Source: an optimization exercise on an open RTL-to-GDS flow (aim: small area, a short achievable clock period and few clock cycles per item). Production flows keep margins and buffers that such runs may drop.
Function was checked by simulation only, so behaviour that the tests miss may differ from the original.
Power figures rest on the tool's default switching activity, not on a simulated workload.

==> indigo: inputs <==
==> flow/design.v (excerpt) <==
module chk_channel (
    input  wire        clk,
    input  wire        rst,
    input  wire        req_valid,
    output wire        req_ready,
    input  wire        req_write,
    input  wire [9:0]  req_addr,      
    input  wire [31:0] req_wdata,
    input  wire [3:0]  req_src,       
    output reg         resp_valid,
    output reg  [1:0]  resp_status,
    output reg  [31:0] resp_rdata
);
clock: 20.0 ns
lec_check: 0
cap_margin: 20
core_margin: 2
core_utilization: 60
place_density: 0.75
slew_margin: 30
standard.sh (not shown) runs the stock make flow with config.mk's settings and CLKGATE_MAP_FILE= SYNTH_SCRIPT=/design/flow/synth_recipe.tcl, a recipe that flattens the netlist after the stock synthesis.
==> flow/flow/run.sh <==
#!/bin/bash
# Layout flow: the standard flow (standard.sh: standard synthesis, floorplan, placement,
# CTS, routing, finish), unchanged except that ORFS's repair_timing is asked for more setup
# slack than the clock period needs, so that it sizes and buffers the critical paths.
# The SDC, clock period and all other settings are the standard flow's.
set -euo pipefail
export SETUP_SLACK_MARGIN=14.5
bash standard.sh > standard.log 2>&1
==> inputs of pepper, as changes to indigo <==
--- a/flow/design.v
+++ b/flow/design.v
@@ -37,10 +37,12 @@
     localparam [31:0] RST_MU   = 32'h1F91_CAF6;    
     localparam integer MU_STEPS = 4;
     localparam integer MU_CYC   = 32 / MU_STEPS;
     reg [31:0] poly;
     reg [5:0]  width;
+    reg [5:0]  wsh;           
+    reg [31:8] whi;           
     reg        refin, refout, finv;
     reg [31:0] init;
     reg [15:0] len;
     reg [31:0] context_w;
     reg        drain;
@@ -81,10 +83,11 @@
     reg        w_half, w_intraw, w_inval, w_drain;
     reg        f_b, f_h;      
     reg        k0, k8, k16;   
     reg        k_fold;        
     reg        k32;           
+    reg        d_feed;        
     reg        c_start;       
     reg        q_poly, q_cfg, q_init, q_len, q_ctx, q_result, q_status;
     reg        q_half, q_intraw, q_drain, q_cnt;
     reg [2:0]  cnt_idx;
     reg        cnt_hi;
@@ -145,11 +148,11 @@
                     crc_word[j] = crc_word[j] ^ (q[i] & p[j-i]);
         end
     endfunction
     wire        a_feed    = (req_addr[9:2] == 8'h12) && (req_addr[1:0] != 2'd3);
     wire        a_cnt     = (req_addr >= 10'h080) && (req_addr <= 10'h089);
-    wire        in_crc    = req_write && ((req_addr == A_START && req_wdata[1]) || a_feed);
+    wire        in_crc    = req_write && (req_addr == A_START || a_feed);
     wire [31:0] in_feed_al = (req_addr[1:0] == 2'd0) ? {req_wdata[7:0], 24'd0} :
                              (req_addr[1:0] == 2'd1) ? {req_wdata[15:0], 16'd0} : req_wdata;
     wire [31:0] in_feed_d  = refin ? rev_bytes(in_feed_al) : in_feed_al;
     wire        stall     = r_v && r_crc && !mu_ok;
     wire        exec      = r_v && !stall;
@@ -167,28 +170,20 @@
     wire [44:0] bytes_inc;
     wire        bytes_cy  = bytes_lo[3] && (&cnt_bytes[46:3]);    
     assign bytes_inc[39:0]  = inc40(cnt_bytes[42:3]);
     assign bytes_inc[44:40] = cnt_bytes[47:43] + {4'd0, &cnt_bytes[42:3]};
     wire [47:0] bytes_new = {bytes_lo[3] ? bytes_inc : cnt_bytes[47:3], bytes_lo[2:0]};
-    wire        do_start  = exec && w_start && !drain;
+    wire        do_start  = exec && w_start && r_d[0] && !drain;
     wire        do_feed   = exec && w_feed && !drain && !feed_rej;
     wire        do_rej    = exec && w_feed && !drain && feed_rej;
     wire        do_inval  = exec && w_inval && r_d[0] && is_open;
-    reg         over_w;
-    integer     b;
-    always @(*) begin
-        over_w = 1'b0;
-        for (b = 8; b < 32; b = b + 1)
-            if (r_d[b] && width <= b) over_w = 1'b1;
-    end
+    wire        over_w    = (r_d[31:8] & whi) != 24'd0;
     wire        poly_bad  = is_open || over_w || !r_d[0];
     wire        cfg_bad   = is_open || r_d[5:0] < 6'd8 || r_d[5:0] > 6'd32;
     wire        init_bad  = is_open || over_w;
-    wire        in_fold_rf = (exec && w_cfg && !cfg_bad) ? r_d[8] : refin;
-    wire [31:0] in_fold_c  = (exec && w_ctx) ? r_d : context_w;
-    wire [31:0] in_fold_d  = in_fold_rf ? rev_bytes(in_fold_c) : in_fold_c;
-    wire [31:0] din       = r_d;
+    wire [31:0] ctx_r     = refin ? rev_bytes(context_w) : context_w;
+    wire [31:0] din       = ({32{d_feed}} & r_d) | ({32{k_fold}} & ctx_r);
     wire [31:0] cbase     = c_start ? init_al : crc;
     wire [31:0] cu        = cbase ^ din;
     wire [31:0] cv        = ({32{k32}} & cu) |
                             ({32{k16}} & {16'd0, cu[31:16]}) |
                             ({32{k8}}  & {24'd0, cu[31:24]});
@@ -198,15 +193,15 @@
     wire [31:0] crc_next  = crc_word(cv, mu, poly_al) ^ cpass;
     wire [5:0]  run_shift  = 6'd32 - run_width;
     wire [31:0] raw_result = run_refout ? rev32(crc) : (crc >> run_shift);
     wire [31:0] result     = run_finv ? (raw_result ^ width_mask(run_width)) : raw_result;
     wire [31:0] status_word = {count, 8'd0, starter, reject_f, read_f, cstate};
-    wire [5:0]  al_w     = w_cfg ? r_d[5:0] : width;
-    wire [63:0] al_poly_w = {(w_cfg ? poly : r_d), 32'd0} >> al_w;
-    wire [63:0] al_init_w = {(w_cfg ? init : r_d), 32'd0} >> al_w;
-    wire [31:0] al_poly  = al_poly_w[31:0];
-    wire [31:0] al_init  = al_init_w[31:0];
+    wire [5:0]  cfg_sh   = 6'd32 - r_d[5:0];
+    wire [31:0] cfg_whi  = ~width_mask(r_d[5:0]);
+    wire [5:0]  al_sh    = w_cfg ? cfg_sh : wsh;
+    wire [31:0] al_poly  = (w_cfg ? poly : r_d) << al_sh;
+    wire [31:0] al_init  = (w_cfg ? init : r_d) << al_sh;
     reg  [47:0] cnt_live;
     always @(*) begin
         case (cnt_idx)
             3'd0:    cnt_live = {8'd0, cnt_comp};
             3'd1:    cnt_live = cnt_bytes;
@@ -226,11 +221,11 @@
                         ({32{q_status}} & status_word) |
                         ({32{q_half}}   & {27'd0, half}) |
                         ({32{q_intraw}} & {28'd0, int_raw}) |
                         ({32{q_drain}}  & {31'd0, drain}) |
                         ({32{q_cnt}}    & cnt_rd);
-    wire [1:0]  status = ((w_start || w_feed) && drain) ? ST_BUSY :
+    wire [1:0]  status = (((w_start && r_d[0]) || w_feed) && drain) ? ST_BUSY :
                          ((w_poly && poly_bad) || (w_cfg && cfg_bad) ||
                           (w_init && init_bad) || (w_len && is_open) ||
                           (w_feed && feed_rej)) ? ST_RANGE : ST_OK;
     wire        mu_restart = exec && (w_poly || w_cfg);
     wire        mu_done    = mu_run && mu_cnt == MU_CYC - 1;
@@ -259,21 +254,20 @@
             hold  <= rv_next && rcrc_next && !mu_ok_next;
             r_v   <= rv_next;
             r_crc <= rcrc_next;
         end
         if (!hold) begin
-            r_d      <= (req_addr[3] && !req_addr[2]) ? in_feed_d :
-                        (!req_addr[3] && req_addr[2] && req_addr[0]) ?
-                            (req_wdata[1] ? in_fold_d : 32'd0) : req_wdata;
+            r_d      <= (req_addr[3] && !req_addr[2]) ? in_feed_d : req_wdata;
+            d_feed   <= a_feed;
             k32      <= req_addr == A_FEED_W || (req_addr == A_START && req_wdata[1]);
             r_s      <= req_src;
             w_poly   <= req_write && req_addr == A_POLY;
             w_cfg    <= req_write && req_addr == A_CFG;
             w_init   <= req_write && req_addr == A_INIT;
             w_len    <= req_write && req_addr == A_LEN;
             w_ctx    <= req_write && req_addr == A_CONTEXT;
-            w_start  <= req_write && req_addr == A_START && req_wdata[0];
+            w_start  <= req_write && req_addr == A_START;
             w_feed   <= req_write && a_feed;
             w_half   <= req_write && req_addr == A_HALF;
             w_intraw <= req_write && req_addr == A_INTRAW;
             w_inval  <= req_write && req_addr == A_INVAL;
             w_drain  <= req_write && req_addr == A_DRAIN;
@@ -338,10 +332,12 @@
         if (exec && q_cnt && cnt_hi)
             snap_lo[cnt_idx] <= cnt_live[31:0];
         if (rst_q) begin
             poly        <= RST_POLY;
             width       <= 6'd32;
+            wsh         <= 6'd0;
+            whi         <= 24'd0;
             refin       <= 1'b1;
             refout      <= 1'b1;
             finv        <= 1'b1;
             init        <= 32'hFFFF_FFFF;
             poly_al     <= RST_POLY;
@@ -368,10 +364,12 @@
                 poly    <= r_d;
                 poly_al <= al_poly;
             end
             if (exec && w_cfg && !cfg_bad) begin
                 width   <= r_d[5:0];
+                wsh     <= cfg_sh;
+                whi     <= cfg_whi[31:8];
                 refin   <= r_d[8];
                 refout  <= r_d[9];
                 finv    <= r_d[10];
                 poly_al <= al_poly;
                 init_al <= al_init;
CAP_MARGIN = 30   (was 20)
CORE_UTILIZATION = 40   (was 60)
PLACE_DENSITY = 0.6   (was 0.75)
SLEW_MARGIN = 60   (was 30)
==> comparison <==
- Against pepper, the flip-flop and latch count of indigo is lower by 31.
- In indigo the via count is smaller than in pepper, by about 0.9%.
- Of pepper and indigo, indigo has the higher register-to-register slack (gap 0.04 ns).
- In sequential power, indigo and pepper hardly differ.
- Against indigo, the total power of pepper is smaller by 0.64%.
- Global-route usage: pepper is lower than indigo (12 points).
- Of pepper and indigo, indigo has the higher combinational power (gap about 22%, measured against indigo).
- Design area: indigo is lower than pepper (3.8%).
- Between pepper and indigo, the lower clock-buffer cell count is in indigo (gap 16).
==> figures <==
metric	indigo	pepper
Fraction of the mapped netlist area in simple logic gates	0.1730	0.1855
Mean post-synth cell area	8.585 µm²	8.513 µm²
Worst clock skew	0.05213 ns	0.03873 ns
Leakage power summed over all cells	25.47 nW	26.36 nW
Worst Hold Endpoint	mu[22]	mu[0]
Longest individual stage delay on the worst path	0.85 ns	0.59 ns
GR Util met1	0.5212	0.4125
Total sequential power	1.80 mW	1.83 mW
Critical Path Fanout Max	24	31
Result of the run	finished clean	finished clean
Finished Core Util	0.6539	0.4503
Synthesized instance count	7371	7490
Overall via count from detail_route	56650	57180
Number of sequential storage elements	830	861
CLK BUF	122	138
Share of cells above drive strength 1	0.08163	0.1078
Cts bufs inserted	89	97
Timing startpoint of the critical path	r_d[24]	refin
Number of synthesized flops with an enable pin	317	319
Number of buffers and inverters on the critical path	2	3
Testbench counts of indigo, summed over its fixed seeds: cycles 13,660, bytes 39,606.
Testbench counts of pepper, summed over its fixed seeds: cycles 13,692, bytes 39,606.

## what the ideal ports hide
Ports are ideal in the flow. The routed layouts listed here were re-timed in OpenROAD. Step 1 sets driving cells, clkbuf_16 on the clock port and buf_2 on the other inputs (assumed; they add their load-dependent delay and slew). Step 2 also shifts input and output timing later by t, the mid clock arrival at the registers, as if the neighbouring blocks saw the same clock. a / b / c = ideal / step 1 / step 2; a / b = the first two.
| run | t, ns | setup slack, ns | cell pins on the clock port's net |
|---|---|---|---|
| indigo | 0.752 | 14.574 / 14.560 / 13.937 | 1 |
| pepper | 0.814 | 14.535 / 14.482 / 13.899 | 1 |
After both steps every run listed still meets setup and hold. The setup slack of indigo, which loses most, moves by -0.014 ns with the drivers and by -0.637 ns with both steps.
